Background: an optimization exercise with open tools, aiming at small area, a short achievable clock period and few clock cycles per item. Do not read the settings as production practice.
RTL that was checked went through simulation tests only; none was proved equivalent to the original.
No activity file was given, so power comes from the tool's default toggle rates.

==> flow/design.v <==
module glade_div (
    input  wire        clk,
    input  wire        rst,
    input  wire        start,
    input  wire [1:0]  op,
    input  wire [63:0] a,
    input  wire [63:0] b,
    output wire        ready,
    output wire        done,
    output wire [63:0] result
);
    reg st_s1, st_run, st_move, st_neg, st_done;
    reg rdy;
    reg [63:0] rem;        
    reg [67:0] opd;        
    reg        cin;        
    reg [63:0] bq;         
    reg [4:0]  cnt;        
    reg        want_rem;   
    reg        sa;         
    reg        sb;         
    reg        qsel;       
    reg        sk;         
    reg        dz;         
    function [6:0] nlz64(input [63:0] x);
        reg [15:0] v4;
        reg [31:0] c4;
        reg [7:0]  v8;
        reg [23:0] c8;
        reg [3:0]  v16;
        reg [15:0] c16;
        reg [1:0]  v32;
        reg [9:0]  c32;
        reg [3:0]  n;
        integer i;
        begin
            for (i = 0; i < 16; i = i + 1) begin
                n = x[4*i +: 4];
                v4[i] = |n;
                c4[2*i +: 2] = n[3] ? 2'd0 : n[2] ? 2'd1 : n[1] ? 2'd2 : 2'd3;
            end
            for (i = 0; i < 8; i = i + 1) begin
                v8[i] = v4[2*i+1] | v4[2*i];
                c8[3*i +: 3] = v4[2*i+1] ? {1'b0, c4[2*(2*i+1) +: 2]} : {1'b1, c4[2*(2*i) +: 2]};
            end
            for (i = 0; i < 4; i = i + 1) begin
                v16[i] = v8[2*i+1] | v8[2*i];
                c16[4*i +: 4] = v8[2*i+1] ? {1'b0, c8[3*(2*i+1) +: 3]} : {1'b1, c8[3*(2*i) +: 3]};
            end
            for (i = 0; i < 2; i = i + 1) begin
                v32[i] = v16[2*i+1] | v16[2*i];
                c32[5*i +: 5] = v16[2*i+1] ? {1'b0, c16[4*(2*i+1) +: 4]} : {1'b1, c16[4*(2*i) +: 4]};
            end
            if (v32[1])      nlz64 = {2'b00, c32[9:5]};
            else if (v32[0]) nlz64 = {2'b01, c32[4:0]};
            else             nlz64 = 7'd64;
        end
    endfunction
    wire [67:0] rx   = {4'b0000, rem};
    wire [67:0] opd2 = {opd[66:0], cin};
    wire [67:0] sum  = rx + opd + {67'd0, cin};
    wire [67:0] sum2 = rx + opd2 + {67'd0, cin};
    wire [67:0] cs_s = rx ^ opd ^ opd2;
    wire [67:0] cs_c = (rx & opd) | (rx & opd2) | (opd & opd2);
    wire [67:0] sum3 = cs_s + {cs_c[66:0], cin} + {67'd0, cin};
    wire        fit1 = ~sum[67];
    wire        fit2 = ~sum2[67];
    wire        fit3 = ~sum3[67];
    wire [63:0] rnext = fit3 ? sum3[63:0] : fit2 ? sum2[63:0] : sum[63:0];
    wire        a_neg = op[0] & a[63];
    wire        b_neg = op[0] & b[63];
    wire [63:0] ax    = a ^ {64{a_neg}};         
    wire [63:0] bx    = b ^ {64{b_neg}};         
    wire [6:0]  nla    = nlz64(ax);
    wire [6:0]  nlb    = nlz64(bx);
    wire [5:0]  nlb6   = nlb[6] ? 6'd63 : nlb[5:0];
    wire [7:0]  s8     = {2'b00, nlb6} + {7'd0, a_neg} - {1'b0, nla};
    wire        b_zero = ~|b;
    wire        skip   = s8[7] | b_zero;
    wire [63:0] skipres = want_rem ? (opd[63:0] ^ {64{sa}}) : {64{dz}};
    wire [67:0] bext  = {{4{sb}}, bq};
    wire [67:0] bsh   = (bext << {cnt, 1'b0}) ^ {68{~sb}};
    wire        neg   = want_rem ? sa : (sa ^ sb);
    wire        last  = (cnt == 5'd0);
    wire        busy  = st_s1 | st_run | st_move | st_neg;
    wire        acc   = rdy & start;
    wire        fin   = (acc & skip) | (st_run & last & ~neg) | st_neg;
    assign ready  = rdy;
    assign done   = st_done;
    assign result = sk ? skipres : qsel ? bq : rem;
    always @(posedge clk) begin
        if (rst) begin
            st_s1   <= 1'b0;
            st_run  <= 1'b0;
            st_move <= 1'b0;
            st_neg  <= 1'b0;
            st_done <= 1'b0;
            rdy     <= 1'b1;
        end else begin
            st_s1   <= acc & ~skip;
            st_run  <= st_s1 | (st_run & ~last);
            st_move <= st_run & last & neg & ~want_rem;
            st_neg  <= (st_run & last & neg & want_rem) | st_move;
            st_done <= fin;
            rdy     <= fin | (rdy & ~start);
        end
    end
    always @(posedge clk) begin
        if (st_run & fit1)
            rem <= rnext;
        else if (st_s1)
            rem <= sum[63:0];
        else if (st_neg)
            rem <= ~sum[63:0];
        else if (st_move)
            rem <= bq;
        else if (~busy)
            rem <= 64'd0;
        if (~busy) begin
            opd      <= {4'b0000, ax};
            cin      <= a_neg;
            bq       <= b;
            cnt      <= s8[5:1];
            want_rem <= op[1];
            sa       <= a_neg;
            sb       <= b_neg;
            qsel     <= ~op[1] & ~(a_neg ^ b_neg);
            sk       <= skip;
            dz       <= b_zero;
        end
        if (st_s1) begin
            opd <= bsh;
            cin <= ~sb;
            bq  <= 64'd0;
        end
        if (st_run) begin
            bq  <= {bq[61:0], fit2, fit1 & (fit3 | ~fit2)};
            cnt <= cnt - 5'd1;
            if (last) begin
                opd <= {68{1'b1}};
                cin <= 1'b0;
            end else begin
                opd <= {2'b11, opd[67:2]};
            end
        end
    end
endmodule
clock: 5.0 ns
lec_check: 0
cap_margin: 20
core_margin: 2
core_utilization: 40
place_density: 0.6
slew_margin: 20
run.sh (not shown) runs the stock make flow with config.mk's settings and CLKGATE_MAP_FILE= SYNTH_SCRIPT=/design/flow/synth_recipe.tcl, a recipe that flattens the netlist after the stock synthesis.
Testbench counts at the start, summed over its fixed seeds: cycles 24,582, items 2,400.
Change:
--- a/flow/design.v
+++ b/flow/design.v
@@ -54,17 +54,41 @@
             if (v32[1])      nlz64 = {2'b00, c32[9:5]};
             else if (v32[0]) nlz64 = {2'b01, c32[4:0]};
             else             nlz64 = 7'd64;
         end
     endfunction
+    function [67:0] add68(input [67:0] x, input [67:0] y, input ci);
+        reg [67:0] g, p;
+        integer i, l;
+        begin
+            p = x ^ y;
+            g = x & y;
+            g[0] = g[0] | (p[0] & ci);
+            add68[0] = p[0] ^ ci;
+            for (l = 0; l < 7; l = l + 1)
+                for (i = 67; i >= 0; i = i - 1)
+                    if ((i % (2 << l)) == (2 << l) - 1) begin
+                        g[i] = g[i] | (p[i] & g[i - (1 << l)]);
+                        p[i] = p[i] & p[i - (1 << l)];
+                    end
+            for (l = 5; l >= 0; l = l - 1)
+                for (i = 67; i >= 0; i = i - 1)
+                    if (i >= (3 << l) - 1 && (i % (2 << l)) == (1 << l) - 1) begin
+                        g[i] = g[i] | (p[i] & g[i - (1 << l)]);
+                        p[i] = p[i] & p[i - (1 << l)];
+                    end
+            for (i = 1; i < 68; i = i + 1)
+                add68[i] = x[i] ^ y[i] ^ g[i - 1];
+        end
+    endfunction
     wire [67:0] rx   = {4'b0000, rem};
     wire [67:0] opd2 = {opd[66:0], cin};
-    wire [67:0] sum  = rx + opd + {67'd0, cin};
-    wire [67:0] sum2 = rx + opd2 + {67'd0, cin};
+    wire [67:0] sum  = add68(rx, opd, cin);
+    wire [67:0] sum2 = add68(rx, opd2, cin);
     wire [67:0] cs_s = rx ^ opd ^ opd2;
     wire [67:0] cs_c = (rx & opd) | (rx & opd2) | (opd & opd2);
-    wire [67:0] sum3 = cs_s + {cs_c[66:0], cin} + {67'd0, cin};
+    wire [67:0] sum3 = add68(cs_s, {cs_c[66:0], cin}, cin);
     wire        fit1 = ~sum[67];
     wire        fit2 = ~sum2[67];
     wire        fit3 = ~sum3[67];
     wire [63:0] rnext = fit3 ? sum3[63:0] : fit2 ? sum2[63:0] : sum[63:0];
     wire        a_neg = op[0] & a[63];
@@ -76,12 +100,18 @@
     wire [5:0]  nlb6   = nlb[6] ? 6'd63 : nlb[5:0];
     wire [7:0]  s8     = {2'b00, nlb6} + {7'd0, a_neg} - {1'b0, nla};
     wire        b_zero = ~|b;
     wire        skip   = s8[7] | b_zero;
     wire [63:0] skipres = want_rem ? (opd[63:0] ^ {64{sa}}) : {64{dz}};
-    wire [67:0] bext  = {{4{sb}}, bq};
-    wire [67:0] bsh   = (bext << {cnt, 1'b0}) ^ {68{~sb}};
+    reg  [67:0] bsl;
+    integer k;
+    always @* begin
+        bsl = {{4{sb}}, bq};
+        for (k = 4; k >= 0; k = k - 1)
+            if (cnt[k]) bsl = bsl << (2 << k);
+    end
+    wire [67:0] bsh   = bsl ^ {68{~sb}};
     wire        neg   = want_rem ? sa : (sa ^ sb);
     wire        last  = (cnt == 5'd0);
     wire        busy  = st_s1 | st_run | st_move | st_neg;
     wire        acc   = rdy & start;
     wire        fin   = (acc & skip) | (st_run & last & ~neg) | st_neg;
After rerunning: Area after synthesis goes down by 11%; power decreases by 18%; register-to-register slack is better by 0.04 ns; critical path depth went down by 3; cell area fell by 9.0%; synthesized cell count came out lower by 18%; global-route usage shrinks by 4.2 points; count of clock-buffer cells in the layout does not change; clock skew grows by 0.0041 ns; setup slack improves by 0.013 ns; sequential power is about the same.
Testbench counts after the change, summed over its fixed seeds: cycles 24,582, items 2,400.

* * *

glade_div, a different RTL version from the one above (not shown whole).
Size in the first run: about 210 flip-flops, roughly 0.030 mm^2 of cells after synthesis.
==> module glade_div, before the edit <==
module glade_div (
    input  wire        clk,
    input  wire        rst,
    input  wire        start,
    input  wire [1:0]  op,
    input  wire [63:0] a,
    input  wire [63:0] b,
    output wire        ready,
    output wire        done,
    output wire [63:0] result
);
    reg st_s1, st_run, st_move, st_neg, st_done;
    reg rdy;
    reg [63:0] rem;        
    reg [67:0] opd;        
    reg        cin;        
    reg [63:0] bq;         
    reg [4:0]  cnt;        
    reg        want_rem;   
    reg        sa;         
    reg        sb;         
    reg        qsel;       
    reg        sk;         
    reg        dz;         
    function [6:0] nlz64(input [63:0] x);
        reg [15:0] v4;
        reg [31:0] c4;
        reg [7:0]  v8;
        reg [23:0] c8;
        reg [3:0]  v16;
        reg [15:0] c16;
        reg [1:0]  v32;
        reg [9:0]  c32;
        reg [3:0]  n;
        integer i;
        begin
            for (i = 0; i < 16; i = i + 1) begin
                n = x[4*i +: 4];
                v4[i] = |n;
                c4[2*i +: 2] = n[3] ? 2'd0 : n[2] ? 2'd1 : n[1] ? 2'd2 : 2'd3;
            end
            for (i = 0; i < 8; i = i + 1) begin
                v8[i] = v4[2*i+1] | v4[2*i];
                c8[3*i +: 3] = v4[2*i+1] ? {1'b0, c4[2*(2*i+1) +: 2]} : {1'b1, c4[2*(2*i) +: 2]};
            end
            for (i = 0; i < 4; i = i + 1) begin
                v16[i] = v8[2*i+1] | v8[2*i];
                c16[4*i +: 4] = v8[2*i+1] ? {1'b0, c8[3*(2*i+1) +: 3]} : {1'b1, c8[3*(2*i) +: 3]};
            end
            for (i = 0; i < 2; i = i + 1) begin
                v32[i] = v16[2*i+1] | v16[2*i];
                c32[5*i +: 5] = v16[2*i+1] ? {1'b0, c16[4*(2*i+1) +: 4]} : {1'b1, c16[4*(2*i) +: 4]};
            end
            if (v32[1])      nlz64 = {2'b00, c32[9:5]};
            else if (v32[0]) nlz64 = {2'b01, c32[4:0]};
            else             nlz64 = 7'd64;
        end
    endfunction
    function [67:0] add68(input [67:0] x, input [67:0] y, input ci);
        reg [67:0] g, p;
        integer i, l;
        begin
            p = x ^ y;
            g = x & y;
            g[0] = g[0] | (p[0] & ci);
            add68[0] = p[0] ^ ci;
            for (l = 0; l < 7; l = l + 1)
                for (i = 67; i >= 0; i = i - 1)
                    if ((i % (2 << l)) == (2 << l) - 1) begin
                        g[i] = g[i] | (p[i] & g[i - (1 << l)]);
                        p[i] = p[i] & p[i - (1 << l)];
                    end
            for (l = 5; l >= 0; l = l - 1)
                for (i = 67; i >= 0; i = i - 1)
                    if (i >= (3 << l) - 1 && (i % (2 << l)) == (1 << l) - 1) begin
                        g[i] = g[i] | (p[i] & g[i - (1 << l)]);
                        p[i] = p[i] & p[i - (1 << l)];
                    end
            for (i = 1; i < 68; i = i + 1)
                add68[i] = x[i] ^ y[i] ^ g[i - 1];
        end
    endfunction
    wire [67:0] rx   = {4'b0000, rem};
    wire [67:0] opd2 = {opd[66:0], cin};
    wire [67:0] sum  = add68(rx, opd, cin);
    wire [67:0] sum2 = add68(rx, opd2, cin);
    wire [67:0] cs_s = rx ^ opd ^ opd2;
    wire [67:0] cs_c = (rx & opd) | (rx & opd2) | (opd & opd2);
    wire [67:0] sum3 = add68(cs_s, {cs_c[66:0], cin}, cin);
    wire        fit1 = ~sum[67];
    wire        fit2 = ~sum2[67];
    wire        fit3 = ~sum3[67];
    wire [63:0] rnext = fit3 ? sum3[63:0] : fit2 ? sum2[63:0] : sum[63:0];
    wire        a_neg = op[0] & a[63];
    wire        b_neg = op[0] & b[63];
    wire [63:0] ax    = a ^ {64{a_neg}};         
    wire [63:0] bx    = b ^ {64{b_neg}};         
    wire [6:0]  nla    = nlz64(ax);
    wire [6:0]  nlb    = nlz64(bx);
    wire [5:0]  nlb6   = nlb[6] ? 6'd63 : nlb[5:0];
    wire [7:0]  s8     = {2'b00, nlb6} + {7'd0, a_neg} - {1'b0, nla};
    wire        b_zero = ~|b;
    wire        skip   = s8[7] | b_zero;
    wire [63:0] skipres = want_rem ? (opd[63:0] ^ {64{sa}}) : {64{dz}};
    reg  [67:0] bsl;
    integer k;
    always @* begin
        bsl = {{4{sb}}, bq};
        for (k = 4; k >= 0; k = k - 1)
            if (cnt[k]) bsl = bsl << (2 << k);
    end
    wire [67:0] bsh   = bsl ^ {68{~sb}};
    wire        neg   = want_rem ? sa : (sa ^ sb);
    wire        last  = (cnt == 5'd0);
    wire        busy  = st_s1 | st_run | st_move | st_neg;
    wire        acc   = rdy & start;
    wire        fin   = (acc & skip) | (st_run & last & ~neg) | st_neg;
    assign ready  = rdy;
    assign done   = st_done;
    assign result = sk ? skipres : qsel ? bq : rem;
    always @(posedge clk) begin
        if (rst) begin
            st_s1   <= 1'b0;
            st_run  <= 1'b0;
            st_move <= 1'b0;
            st_neg  <= 1'b0;
            st_done <= 1'b0;
            rdy     <= 1'b1;
        end else begin
            st_s1   <= acc & ~skip;
            st_run  <= st_s1 | (st_run & ~last);
            st_move <= st_run & last & neg & ~want_rem;
            st_neg  <= (st_run & last & neg & want_rem) | st_move;
            st_done <= fin;
            rdy     <= fin | (rdy & ~start);
        end
    end
    always @(posedge clk) begin
        if (st_run & fit1)
            rem <= rnext;
        else if (st_s1)
            rem <= sum[63:0];
        else if (st_neg)
            rem <= ~sum[63:0];
        else if (st_move)
            rem <= bq;
        else if (~busy)
            rem <= 64'd0;
        opd <= ~busy              ? {4'b0000, ax} :
               st_s1              ? bsh :
               (st_run & ~last)   ? {2'b11, opd[67:2]} : {68{1'b1}};
        cin <= ~busy              ? a_neg :
               st_s1              ? ~sb :
               (st_run & ~last)   ? cin : 1'b0;
        bq  <= ~busy ? b :
               st_s1 ? 64'd0 : {bq[61:0], fit2, fit1 & (fit3 | ~fit2)};
        cnt <= ~busy ? s8[5:1] : st_run ? cnt - 5'd1 : cnt;
        if (~busy) begin
            want_rem <= op[1];
            sa       <= a_neg;
            sb       <= b_neg;
            qsel     <= ~op[1] & ~(a_neg ^ b_neg);
            sk       <= skip;
            dz       <= b_zero;
        end
    end
endmodule
Settings: LEC_CHECK=0, CAP_MARGIN=20, CORE_MARGIN=2, CORE_UTILIZATION=40, GPL_TIMING_DRIVEN=0, PLACE_DENSITY=0.6, SETUP_SLACK_MARGIN=0.1, SLEW_MARGIN=20; clock period 5.0 ns.
The first run finished with timing, DRC and antenna clean.
Change:
--- a/flow/design.v
+++ b/flow/design.v
@@ -12,7 +12,7 @@
     reg st_s1, st_run, st_move, st_neg, st_done;
     reg rdy;
     reg [63:0] rem;        
-    reg [67:0] opd;        
+    reg [64:0] opd;        
     reg        cin;        
     reg [63:0] bq;         
     reg [4:0]  cnt;        
@@ -81,11 +81,12 @@
         end
     endfunction
     wire [67:0] rx   = {4'b0000, rem};
-    wire [67:0] opd2 = {opd[66:0], cin};
-    wire [67:0] sum  = add68(rx, opd, cin);
+    wire [67:0] opdx = {3'b111, opd};
+    wire [67:0] opd2 = {opdx[66:0], cin};
+    wire [67:0] sum  = add68(rx, opdx, cin);
     wire [67:0] sum2 = add68(rx, opd2, cin);
-    wire [67:0] cs_s = rx ^ opd ^ opd2;
-    wire [67:0] cs_c = (rx & opd) | (rx & opd2) | (opd & opd2);
+    wire [67:0] cs_s = rx ^ opdx ^ opd2;
+    wire [67:0] cs_c = (rx & opdx) | (rx & opd2) | (opdx & opd2);
     wire [67:0] sum3 = add68(cs_s, {cs_c[66:0], cin}, cin);
     wire        fit1 = ~sum[67];
     wire        fit2 = ~sum2[67];
@@ -146,9 +147,9 @@
             rem <= bq;
         else if (~busy)
             rem <= 64'd0;
-        opd <= ~busy              ? {4'b0000, ax} :
-               st_s1              ? bsh :
-               (st_run & ~last)   ? {2'b11, opd[67:2]} : {68{1'b1}};
+        opd <= ~busy              ? {1'b0, ax} :
+               st_s1              ? bsh[64:0] :
+               (st_run & ~last)   ? {2'b11, opd[64:2]} : {65{1'b1}};
         cin <= ~busy              ? a_neg :
                st_s1              ? ~sb :
                (st_run & ~last)   ? cin : 1'b0;
The changed run produced a clean layout. Power came out lower by about a fifth. Global-route usage came out lower by 1.3 points. Die area came out lower slightly. Critical path depth came out lower by 12. First-iteration DRC count came out higher by roughly a tenth. Synthesized area came out lower slightly. Sequential share of layout area came out higher by 0.21 points. Combinational power came out lower by a quarter to a third. Clock-buffer cell count does not change. Clock skew came out lower by 6.1 ps.
Testbench counts after the change, summed over its fixed seeds: cycles 24,582, items 2,400.
Function not checked in the first run of this note: the RTL went through the layout flow alone.

## separate check: timing with driven ports
Ports are ideal in the flow. The routed layouts listed here were re-timed in OpenROAD.
Step 1 assumes that a clkbuf_16 drives the clock port and a buf_2 every other input.
Step 2, shift: input delay + t, output delay - t, t = (earliest + latest rising clock arrival at the registers) / 2. This alone moves slack from input paths to output paths.
a / b / c = no drivers / after step 1 / after step 2; a / b = the first two.
run	t (ns)	slack for setup (ns)	latest minus earliest clock arrival (ns)	worst slew at a driven data input, ns
the first run of note 1	0.654	0.094 / 0.109 / -0.506	0.022 / 0.022	0.06
the second run of note 1	0.646	0.107 / 0.152 / -0.490	0.026 / 0.026	0.08
the first run of note 2	0.666	0.175 / 0.175 / -0.486	0.020 / 0.020	0.10
the second run of note 2	0.668	0.133 / 0.070 / -0.348	0.014 / 0.014	0.09
Met with ideal ports but missed after step 2: setup timing in every run listed. The setup slack of the first run of note 2, which loses most, moves by 0.000 ns with the drivers and by -0.661 ns with both steps.
